Background: an optimization exercise with open tools, aiming at small area and a short achievable clock period. Do not read the settings as production practice.
Function was checked by simulation only, so behaviour that the tests miss may differ from the original.
No activity file was given, so power comes from the tool's default toggle rates.

==> 08-20: inputs <==
// block_quantiser
module block_quantiser (
    input  wire         clk,
    input  wire         rst,            
    input  wire         in_valid,
    input  wire [511:0] in_data,        
    input  wire [1:0]   in_fmt,         
    input  wire [2:0]   in_esc_shift,   
    input  wire [31:0]  in_outlier,     
    input  wire         in_blight,
    output reg          out_valid,
    output reg  [15:0]  out_scale,      
    output reg  [255:0] out_codes,      
    output reg  [1:0]   out_esc_count,
    output reg  [4:0]   out_esc0_pos,
    output reg  [15:0]  out_esc0_val,
    output reg  [4:0]   out_esc1_pos,
    output reg  [15:0]  out_esc1_val
);
clock: 75.0 ns
lec_check: 0
abc_area: 1
cap_margin: 40
core_margin: 2
core_utilization: 40
place_density: 0.6
slew_margin: 40
standard.sh (not shown) runs the stock make flow with config.mk's settings and CLKGATE_MAP_FILE= SYNTH_SCRIPT=/design/flow/synth_recipe.tcl, a recipe that flattens the netlist after the stock synthesis.
==> flow/flow/run.sh <==
#!/bin/bash
# Layout flow: the standard ORFS flow (standard.sh, which reads the
# settings of config.mk) with two changes:
#  - a setup slack margin for ORFS's timing repair (repair_timing in
#    floorplan, CTS and global route): the repair then works on every path
#    longer than 75 - 58.5 = 16.5 ns, so it shortens the stages of this
#    design rather than stopping at the 75 ns clock period. The clock period
#    and the constraints stay the design's; gate cloning is skipped;
#  - the port buffers that the standard flow puts on every input and output
#    port are of the smallest buffer cell.
# All of make's output, including every tool's log, goes to flow_make.log
# here; ORFS keeps each step's own log under orfs/logs.
set -uo pipefail
bash standard.sh SETUP_SLACK_MARGIN=58.5 SKIP_GATE_CLONING=1 \
    "BUFFER_PORTS_ARGS=-buffer_cell sky130_fd_sc_hd__buf_1" finish > flow_make.log 2>&1
==> 03-22: changes against 08-20 <==
- CORE_UTILIZATION: 40 -> 46
- CTS_CLUSTER_DIAMETER: unset -> 120
- CTS_CLUSTER_SIZE: unset -> 22
- PLACE_DENSITY: 0.6 -> 0.66
==> results_dict.tcl <==
set metrics [dict create \
    insertion_delay_ps 1020 \
    floorplan.die_area_mm2 0.379 \
    status "no timing/DRC/antenna violations" \
    timing.rr.start "r0_data[345]" \
    cp_data_arrival_time_ps 18250 \
    clock.fmax_mhz 57.6 \
    regArea_mm2 0.0550 \
    area_share_nonclk_buffers 0.0576 \
    p_sw_mw 7.26 \
]
# the run above: 03-22

==> results_dict.tcl <==
set metrics [dict create \
    grt_max_degree 71 \
    cp_data_arrival_time_ps 17970 \
    clock.fmax_mhz 58.7 \
    status "no timing/DRC/antenna violations" \
    p_sw_mw 7.18 \
    timing.rr.start "r0_data[296]" \
    area_share_nonclk_buffers 0.0537 \
    floorplan.die_area_mm2 0.436 \
    place_ws_ps 49910 \
]
# the run above: 08-20


==> 12-06 <==
Another version of the RTL of block_quantiser (not shown whole).
export LEC_CHECK = 0
export ABC_AREA = 1
export CAP_MARGIN = 40
export CORE_MARGIN = 2
export CORE_UTILIZATION = 43
export CTS_CLUSTER_DIAMETER = 120
export CTS_CLUSTER_SIZE = 22
export PLACE_DENSITY = 0.63
export SLEW_MARGIN = 40
create_clock -name core_clock -period 75.0 [get_ports {clk}]
==> flow/flow/run.sh <==
#!/bin/bash
# Layout flow: the standard ORFS flow (standard.sh, which reads the
# settings of config.mk) with two changes:
#  - a setup slack margin for ORFS's timing repair (repair_timing in
#    floorplan, CTS and global route): the repair then works on every path
#    longer than 75 - 59.0 = 16.0 ns, so it shortens the stages of this
#    design rather than stopping at the 75 ns clock period. The clock period
#    and the constraints stay the design's; gate cloning is skipped;
#  - the port buffers that the standard flow puts on every input and output
#    port are of the smallest buffer cell.
# All of make's output, including every tool's log, goes to flow_make.log
# here; ORFS keeps each step's own log under orfs/logs.
set -uo pipefail
bash standard.sh SETUP_SLACK_MARGIN=59.0 SKIP_GATE_CLONING=1 \
    "BUFFER_PORTS_ARGS=-buffer_cell sky130_fd_sc_hd__buf_1" finish > flow_make.log 2>&1
==> 02-23: changes against 12-06 <==
--- a/flow/flow/run.sh
+++ b/flow/flow/run.sh
@@ -5,3 +5,3 @@
 #    floorplan, CTS and global route): the repair then works on every path
-#    longer than 75 - 59.0 = 16.0 ns, so it shortens the stages of this
+#    longer than 75 - 58.5 = 16.5 ns, so it shortens the stages of this
 #    design rather than stopping at the 75 ns clock period. The clock period
@@ -13,3 +13,3 @@
 set -uo pipefail
-bash standard.sh SETUP_SLACK_MARGIN=59.0 SKIP_GATE_CLONING=1 \
+bash standard.sh SETUP_SLACK_MARGIN=58.5 SKIP_GATE_CLONING=1 \
     "BUFFER_PORTS_ARGS=-buffer_cell sky130_fd_sc_hd__buf_1" finish > flow_make.log 2>&1
CORE_UTILIZATION = 46   (was 43)
PLACE_DENSITY = 0.66   (was 0.63)
==> 05-17: changes against 12-06 <==
--- a/flow/flow/run.sh
+++ b/flow/flow/run.sh
@@ -5,3 +5,3 @@
 #    floorplan, CTS and global route): the repair then works on every path
-#    longer than 75 - 59.0 = 16.0 ns, so it shortens the stages of this
+#    longer than 75 - 59.8 = 15.2 ns, so it shortens the stages of this
 #    design rather than stopping at the 75 ns clock period. The clock period
@@ -13,3 +13,3 @@
 set -uo pipefail
-bash standard.sh SETUP_SLACK_MARGIN=59.0 SKIP_GATE_CLONING=1 \
+bash standard.sh SETUP_SLACK_MARGIN=59.8 SKIP_GATE_CLONING=1 \
     "BUFFER_PORTS_ARGS=-buffer_cell sky130_fd_sc_hd__buf_1" finish > flow_make.log 2>&1
CORE_UTILIZATION = 46   (was 43)
PLACE_DENSITY = 0.66   (was 0.63)
==> results.txt <==
quantity	02-23	12-06	05-17
Result of the run	complete, no violations	complete, no violations	complete, no violations
Hold Crit Start	r0_data[351]	rb_data[15]	rb_data[495]
Required time worst endpoint	75950 ps	60000 ps	60000 ps
Storage cell area	57600 sq um	57890 sq um	58030 sq um
Buf+Inv Stages, Crit Path	17	1	1
Portion of total power attributed to sequential cells	17.6%	17.5%	17.4%
Routed length on met3	176.2 mm	162.3 mm	174.5 mm
Area growth from synthesis to layout	10.78%	12.18%	13.55%
Sum of routed wire length over all layers	1150 mm	1166 mm	1154 mm
Number of clock buffers inserted by TritonCTS	163	164	166
Worst-path maximum fanout	50	1	1
R2R Path End	rb_e23	ra_L1[20]	ra_t0[0]
Register-to-Register Path Depth	94	74	75
Post-Route Hold Slack	316.5 ps	307.4 ps	300.8 ps
Number of post-CTS setup repair buffers	34	30	47

[port drivers added, routing unchanged]
How much do the figures lean on ideal ports? The routed layouts below were timed once more, with nothing changed but the port constraints.
Step 1 sets driving cells, clkbuf_16 on the clock port and buf_2 on the other inputs (assumed; they add their load-dependent delay and slew).
Step 2 also shifts input and output timing later by t, the mid clock arrival at the registers, as if the neighbouring blocks saw the same clock.
Three values: ideal ports, drivers, drivers and shift; two values: the first two.
run	shift t [ns]	setup slack, ns	worst setup path after step 2	slew at the worst register clock pin (ns)	worst slew at a driven data input, ns
08-20	1.138	57.974 / 57.974 / 57.974	register to register	0.08 / 0.08	0.15
03-22	1.109	57.635 / 57.635 / 57.635	register to register	0.11 / 0.11	0.32
12-06	1.135	58.409 / 58.274 / 58.544	input to register	0.11 / 0.11	0.33
02-23	1.125	58.092 / 58.092 / 58.092	register to register	0.12 / 0.12	0.24
05-17	1.147	58.448 / 58.313 / 58.720	input to register	0.12 / 0.12	0.24
After both steps setup and hold are still met in every run listed.
